This is an optimization exercise on Yosys and OpenROAD, whose aim is small area, a short achievable clock period and few clock cycles per item, not a production implementation.
RTL that was checked went through simulation tests only; none was proved equivalent to the original.

// symcode_dec
module symcode_dec (
    input  wire         clk,
    input  wire         rst,
    input  wire         in_valid,
    output wire         in_ready,
    input  wire [639:0] in_word,
    input  wire         in_erase,
    input  wire [3:0]   in_erase_dev,
    output wire         out_valid,
    output wire [511:0] out_data,
    output wire [1:0]   out_status,
    output wire [4:0]   out_nerr
);
clock: 20.0 ns
lec_check: 0
cap_margin: 30
core_margin: 2
core_utilization: 45
place_density: 0.6
slew_margin: 20
standard.sh (not shown) runs the stock make flow with config.mk's settings and CLKGATE_MAP_FILE= SYNTH_SCRIPT=/design/flow/synth_recipe.tcl, a recipe that flattens the netlist after the stock synthesis.
==> flow/flow/run.sh <==
#!/bin/bash
# Layout flow: the standard ORFS flow (standard.sh, unchanged synthesis,
# floorplan, placement, CTS, routing), with three changes to how the layout
# is optimised: timing repair is asked to leave SETUP_SLACK_MARGIN ns of
# setup slack, so that the layout is optimised for a shorter achieved period
# than the 20 ns clock requires; the buffer that every input and output port
# gets is a sky130_fd_sc_hd__buf_1; and antenna repair after detailed routing
# may take up to 10 rounds instead of 5. The full make output goes to
# flow_make.log in this folder.
set -euo pipefail
bash standard.sh SETUP_SLACK_MARGIN=14 MAX_REPAIR_ANTENNAS_ITER_DRT=10 \
    "BUFFER_PORTS_ARGS=-buffer_cell sky130_fd_sc_hd__buf_1" finish > flow_make.log 2>&1
Testbench counts at the start, summed over its fixed seeds: cycles 21,167, words 2,400.
==> next run, changes <==
--- a/flow/design.v
+++ b/flow/design.v
@@ -166,14 +166,15 @@
         wire b_step    = b_busy & ~b_fin;
         wire b_last    = b_step & (b_k == 4'd15);          
         reg [511:0]    b_data;
         reg [8*NS-1:0] b_the;        
         reg [8*NL-1:0] b_lam;
         reg [8*NL-1:0] b_bb;
         reg [7:0]      b_binv;       
+        reg [3:0]      b_dnorm;      
         reg [7:0]      b_x;          
         reg [4:0]      b_len;
         reg            b_erase;
         reg            b_eph;        
         reg  [7:0]     coef;
         reg            bm_upd;       
         wire [7:0] delta   = b_del[7:0];
@@ -196,39 +197,44 @@
                     bm_upd ? b_lam : {b_bb[8*NL-9:0], 8'd0};
         end
         wire [8*NL-1:0] lam_n = b_step ? lam_nx : b_lam;
         wire [8*NS-1:0] del_n = b_step ? del_nx : b_del;
         wire [4:0]      len_n = (b_step & bm_upd) ? len_upd : b_len;
         wire       eph_nx    = b_erase & (b_k < 4'd7);
         wire [7:0] x_nx      = gf_mul(b_x, gf_alpha(254));
-        wire [7:0] binv_nx   = bm_upd ? from_cf(cf_inv(to_cf(delta))) : b_binv;
+        wire [7:0] dcf       = to_cf(delta);
+        wire [3:0] dnorm_i   = gf16_inv(b_dnorm);
+        wire [7:0] binv_nx   = bm_upd ? from_cf({gf16_mul(dcf[7:4], dnorm_i),
+                                                 gf16_mul(dcf[7:4] ^ dcf[3:0], dnorm_i)}) : b_binv;
         wire       canupd_nx = ~eph_nx & ({len_n, 1'b0} <= ({2'd0, b_k} + 6'd1 + {1'b0, b_f}));
         wire [7:0] coef_nx   = eph_nx ? x_nx : gf_mul(del_nx[7:0], binv_nx);
         wire       upd_nx    = canupd_nx & (del_nx[7:0] != 8'd0);
         always @(posedge clk) begin
             if (load_b[u]) begin
                 b_data   <= a_rot[511:0];
                 b_del    <= a_syn_nx;
                 b_the    <= a_syn_nx;
                 b_lam    <= {{8*NL-8{1'b0}}, 8'd1};
                 b_bb     <= {{8*NL-8{1'b0}}, 8'd1};
                 b_binv   <= 8'd1;
+                b_dnorm  <= cf_norm(to_cf(a_syn_nx[7:0]));
                 b_x      <= x_init;
                 b_erase  <= a_erase;
                 b_eph    <= a_erase;
                 coef     <= a_erase ? x_init : a_syn_nx[7:0];
                 bm_upd   <= ~a_erase & (a_syn_nx[7:0] != 8'd0);
                 b_len    <= a_erase ? 5'd8 : 5'd0;
                 b_k      <= 4'd0;
             end else if (b_step) begin
                 b_lam    <= lam_nx;
                 b_bb     <= bb_nx;
                 b_del    <= del_nx;
                 b_the    <= the_nx;
                 b_binv   <= binv_nx;
+                b_dnorm  <= cf_norm(to_cf(del_nx[7:0]));
                 b_len    <= len_n;
                 b_x      <= x_nx;
                 b_k      <= b_k + 4'd1;
                 b_eph    <= eph_nx;
                 coef     <= coef_nx;
                 bm_upd   <= upd_nx;
             end
After rerunning: Maximum frequency decreases by 1.3%; setup slack got worse by 0.084 ns; cell area decreases by 0.49%; sequential cell count increases by 16; core utilization decreases by 0.62 points; die area increases by 0.79%; hold slack improved by 0.025 ns; synthesized area increases by 0.79%; via count decreases by 0.75%; global-route usage decreases by 0.52 points; clock-buffer cell count decreases by 22; clock skew stays flat; final cell count decreases by 0.78%; first-iteration DRC count increases by 2.3%.
Testbench counts after the change, summed over its fixed seeds: cycles 21,167, words 2,400.

* * *

v6:
Starting RTL as in the previous note.
Settings: LEC_CHECK=0, CAP_MARGIN=30, CORE_MARGIN=2, CORE_UTILIZATION=45, PLACE_DENSITY=0.6, SLEW_MARGIN=20; clock period 20.0 ns.
==> flow/flow/run.sh <==
#!/bin/bash
# Layout flow: the standard ORFS flow (standard.sh, unchanged synthesis,
# floorplan, placement, CTS, routing), with two changes to how the layout is
# optimised: timing repair is asked to leave SETUP_SLACK_MARGIN ns of setup
# slack, so that the layout is optimised for a shorter achieved period than
# the 20 ns clock requires, and the buffer that every input and output port
# gets is a sky130_fd_sc_hd__buf_1. The full make output goes to
# flow_make.log in this folder.
set -euo pipefail
bash standard.sh SETUP_SLACK_MARGIN=14 \
    "BUFFER_PORTS_ARGS=-buffer_cell sky130_fd_sc_hd__buf_1" finish > flow_make.log 2>&1
v6 completed end to end; final checks failed (antenna violations).
Testbench counts of v6, summed over its fixed seeds: cycles 21,167, words 2,400.
What v7 does differently from v6 at the input level:
--- a/flow/design.v
+++ b/flow/design.v
@@ -410,19 +410,17 @@
     wire take_b  = ~bu_busy[wa] | (move_b & (wc == wa));
     assign move_a = a_busy & a_last & take_b;
     wire       a_busy_n  = accept | (a_busy & ~move_a);
     wire [3:0] a_cnt_n   = accept ? 4'd0 : (a_busy & ~a_last) ? a_cnt + 4'd1 : a_cnt;
     wire       a_last_n  = a_busy_n & (a_cnt_n == SYN_T - 1);
     wire       wa_n      = wa ^ move_a;
     wire       wc_n      = wc ^ move_b;
     wire       c_busy_n  = move_b | (c_busy & ~c_done);
-    wire       c_done_n  = move_b ? (bu_clean[wc] |
-                                     ({bu_len[wc], 1'b0} > (6'd16 + {1'b0, bu_f[wc]}))) :
-                           (c_busy & (~need_nx[0] | all_nx));
+    wire       c_done_n  = move_b & bu_clean[wc];
     wire take_c_n = ~c_busy_n | c_done_n;
     wire take_b_n = ~bu_busy_n[wa_n] | (bu_done_n[wa_n] & (wc_n == wa_n) & take_c_n);
     wire take_a_n = ~a_busy_n | (a_last_n & take_b_n);
     always @(posedge clk) begin
         if (rst) begin
             a_busy     <= 1'b0;
             c_busy     <= 1'b0;
             a_cnt      <= 4'd0;
Findings:
Looking only at detail-routed net length per standard cell, and setting everything else aside, the higher value of v6 and v7 goes to v6.
Compared with v6, in v7 register-to-register slack down 0.28 ns; final cell utilization of the core down 0.15 points.
v7 ran in full, but the layout does not pass; the checks complain about antenna violations.
Looking at v6 and v7, the clock transition at the register clock pins on the worst setup and hold paths after CTS is a wash.
Slowest stage cell on the critical path = sky130_fd_sc_hd__xor2_1: v7; slowest stage cell on the critical path = sky130_fd_sc_hd__xor3_2: v6
Final worst-path cycle share on v7 is up relative to v6.
Looking at v6 and v7, the sequential fraction of the synthesis area is a wash.
Testbench counts of v7, summed over its fixed seeds: cycles 21,460, words 2,400.

* * *

RTL: one of the versions met above, not the one the previous note started from.
Size: roughly 35000 cells after synthesis, about 1200 I/O pins, ~300000 um2 of cells after synthesis.
## symcode_dec
module symcode_dec (
    input  wire         clk,
    input  wire         rst,
    input  wire         in_valid,
    output wire         in_ready,
    input  wire [639:0] in_word,
    input  wire         in_erase,
    input  wire [3:0]   in_erase_dev,
    output wire         out_valid,
    output wire [511:0] out_data,
    output wire [1:0]   out_status,
    output wire [4:0]   out_nerr
);
Settings: LEC_CHECK=0, CAP_MARGIN=30, CORE_MARGIN=2, CORE_UTILIZATION=45, PLACE_DENSITY=0.6, SLEW_MARGIN=20; clock period 20.0 ns.
==> flow/flow/run.sh <==
#!/bin/bash
# Layout flow: the standard ORFS flow (standard.sh, unchanged synthesis,
# floorplan, placement, CTS, routing), with timing repair asked to leave
# SETUP_SLACK_MARGIN ns of setup slack, so that the layout is optimised for
# a shorter achieved period than the 20 ns clock requires. The full make
# output goes to flow_make.log in this folder.
set -euo pipefail
bash standard.sh SETUP_SLACK_MARGIN=14 finish > flow_make.log 2>&1
Testbench counts at the start, summed over its fixed seeds: cycles 21,460, words 2,400.
Rerun with:
--- a/flow/design.v
+++ b/flow/design.v
@@ -265,30 +265,30 @@
         assign bu_f[u]      = b_f;
     end
     endgenerate
     reg [511:0]    c_data;
     reg [8*NL-1:0] c_lam;        
     reg [8*NW-1:0] c_omg;        
     reg [4:0]      c_len;
     reg [4:0]      c_f;
     reg            c_clean;
     reg [3:0]      c_t1;         
-    reg [12:0]     c_need;       
+    reg [6:0]      c_nroots;     
     reg [4:0]      c_nerr;
     reg            c_p64, c_p72, c_all;
     reg             s2_v;
     reg  [3:0]      s2_t;
     reg  [CH-1:0]   s2_root, s2_nz;
     reg  [4*CH-1:0] s2_d;
     reg  [8*CH-1:0] s2_p;
     wire c_too  = ({c_len, 1'b0} > (6'd16 + {1'b0, c_f}));
-    wire c_done = c_busy & (c_clean | c_too | ~c_need[0] | c_all);
+    wire c_done = c_busy & (c_clean | c_too | (c_nroots == {2'd0, c_len}) | c_all);
     wire c_ev   = c_busy & ~c_done & (c_t1 < NG);
     wire [CH-1:0]   e1_root, e1_nz;
     wire [4*CH-1:0] e1_d;
     wire [8*CH-1:0] e1_p;
     generate
         for (h = 0; h < CH; h = h + 1) begin : g_lane
             reg [7:0] ls, os, ws;
             integer j;
             always @(*) begin
                 ls = 8'd0;
@@ -318,26 +318,22 @@
         reg [3:0] p8 [0:1];
         begin
             for (n = 0; n < 8; n = n + 1)
                 p2[n] = ((2 * n) < CH ? {1'b0, v[(2 * n) % CH]} : 2'd0) +
                         ((2 * n + 1) < CH ? {1'b0, v[(2 * n + 1) % CH]} : 2'd0);
             for (n = 0; n < 4; n = n + 1) p4[n] = {1'b0, p2[2 * n]} + {1'b0, p2[2 * n + 1]};
             for (n = 0; n < 2; n = n + 1) p8[n] = {1'b0, p4[2 * n]} + {1'b0, p4[2 * n + 1]};
             popcount = p8[0] + p8[1];
         end
     endfunction
-    reg [12:0] need_nx;
-    always @(*) begin
-        need_nx = c_need;
-        for (i = 0; i < CH; i = i + 1)
-            if (c_ev & e1_root[i]) need_nx = {1'b0, need_nx[12:1]};
-    end
+    wire [3:0] nr_add    = popcount(e1_root);
+    wire [6:0] nroots_nx = c_nroots + (c_ev ? {3'd0, nr_add} : 7'd0);
     wire       all_nx    = c_all | (c_ev & (c_t1 == NG - 1));
     wire [CH-1:0]   s2_chg;
     wire [8*CH-1:0] e2_val;
     generate
         for (h = 0; h < CH; h = h + 1) begin : g_val
             wire [3:0] di = gf16_inv(s2_d[4*h +: 4]);
             assign e2_val[8*h +: 8] = from_cf({gf16_mul(s2_p[8*h+4 +: 4], di), gf16_mul(s2_p[8*h +: 4], di)});
             assign s2_chg[h] = s2_v & s2_root[h] & s2_nz[h];
         end
     endgenerate
@@ -353,21 +349,21 @@
             if (s2_v && (s2_t == (79 - i) / CH) && s2_root[(79 - i) % CH])
                 c_corr[8*i +: 8] = c_data[8*i +: 8] ^ e2_val[8*((79 - i) % CH) +: 8];
     end
     reg [511:0] o_data;
     reg [1:0]   o_status;
     reg [4:0]   o_nerr;
     reg         o_valid;
     always @(posedge clk) begin
         o_data   <= c_corr;
         o_status <= c_clean ? 2'd0 :
-                    (c_too | c_need[0]) ? 2'd3 :
+                    (c_too | (c_nroots != {2'd0, c_len})) ? 2'd3 :
                     ((nerr_nx == 5'd2) & p64_nx & p72_nx) ? 2'd2 :
                     (nerr_nx != 5'd0) ? 2'd1 : 2'd0;
         o_nerr   <= nerr_nx;
         o_valid  <= ~rst & c_done;
     end
     assign out_valid  = o_valid;
     assign out_data   = o_data;
     assign out_status = o_status;
     assign out_nerr   = o_nerr;
     always @(posedge clk) begin
@@ -378,34 +374,33 @@
         s2_d    <= e1_d;
         s2_p    <= e1_p;
         if (move_b) begin
             c_data   <= bu_data[wc];
             c_lam    <= bu_lam[wc];
             c_omg    <= bu_omg[wc];
             c_len    <= bu_len[wc];
             c_f      <= bu_f[wc];
             c_clean  <= bu_clean[wc];
             c_t1     <= 4'd0;
-            for (i = 0; i < 13; i = i + 1)
-                c_need[i] <= (bu_len[wc] > i);
+            c_nroots <= 7'd0;
             c_nerr   <= 5'd0;
             c_p64    <= 1'b0;
             c_p72    <= 1'b0;
             c_all    <= 1'b0;
-        end else begin
+        end else if (c_busy) begin
             c_data <= c_corr;
             for (i = 0; i < NL; i = i + 1)
                 c_lam[8*i +: 8] <= gf_mul(c_lam[8*i +: 8], gf_alpha(255 * 13 - CH * i));
             for (i = 0; i < NW; i = i + 1)
                 c_omg[8*i +: 8] <= gf_mul(c_omg[8*i +: 8], gf_alpha(255 * 13 - CH * i));
             if (c_t1 < NG) c_t1 <= c_t1 + 4'd1;
-            c_need   <= need_nx;
+            c_nroots <= nroots_nx;
             c_all    <= all_nx;
             c_nerr   <= nerr_nx;
             c_p64    <= p64_nx;
             c_p72    <= p72_nx;
         end
     end
     wire take_c  = ~c_busy | c_done;
     assign move_b = bu_done[wc] & take_c;
     wire take_b  = ~bu_busy[wa] | (move_b & (wc == wa));
     assign move_a = a_busy & a_last & take_b;
Result: Synthesized cell count barely changes. Final cell count goes up by 1.3%. Synthesized area went up by 1.8%. Via count increases by 3.4%. Routed wire length grows by 5.1%. Non-clock buffer count increases by 414. Utilization is higher by 1.2 points. Final area climbs by 4.0%. Critical path depth came out higher by 6.
For the second run of this note, only the layout was checked, not whether the RTL still works.

-- afterwards: timing with drivers on the ports --
How much do the figures lean on ideal ports? The routed layouts below were timed once more, with nothing changed but the port constraints.
Step 1 assumes that a clkbuf_16 drives the clock port and a buf_2 every other input.
Step 2, shift: input delay + t, output delay - t, t = (earliest + latest rising clock arrival at the registers) / 2. This alone moves slack from input paths to output paths.
a / b / c = ideal ports / drivers / drivers and shift; a / b = the first two.
| run | t (ns) | setup WS [ns] | worst register clock-pin slew, ns |
|---|---|---|---|
| the first run of note 1 | 1.265 | 13.801 / 13.791 / 13.801 | 0.09 / 0.09 |
| the second run of note 1 | 1.276 | 13.717 / 13.566 / 13.723 | 0.08 / 0.08 |
| v6 | 1.265 | 13.801 / 13.790 / 13.801 | 0.09 / 0.09 |
| v7 | 1.289 | 13.525 / 13.525 / 13.525 | 0.08 / 0.08 |
| the first run of note 3 | 1.268 | 13.931 / 13.837 / 13.931 | 0.08 / 0.08 |
| the second run of note 3 | 1.307 | 13.384 / 13.384 / 13.384 | 0.08 / 0.08 |
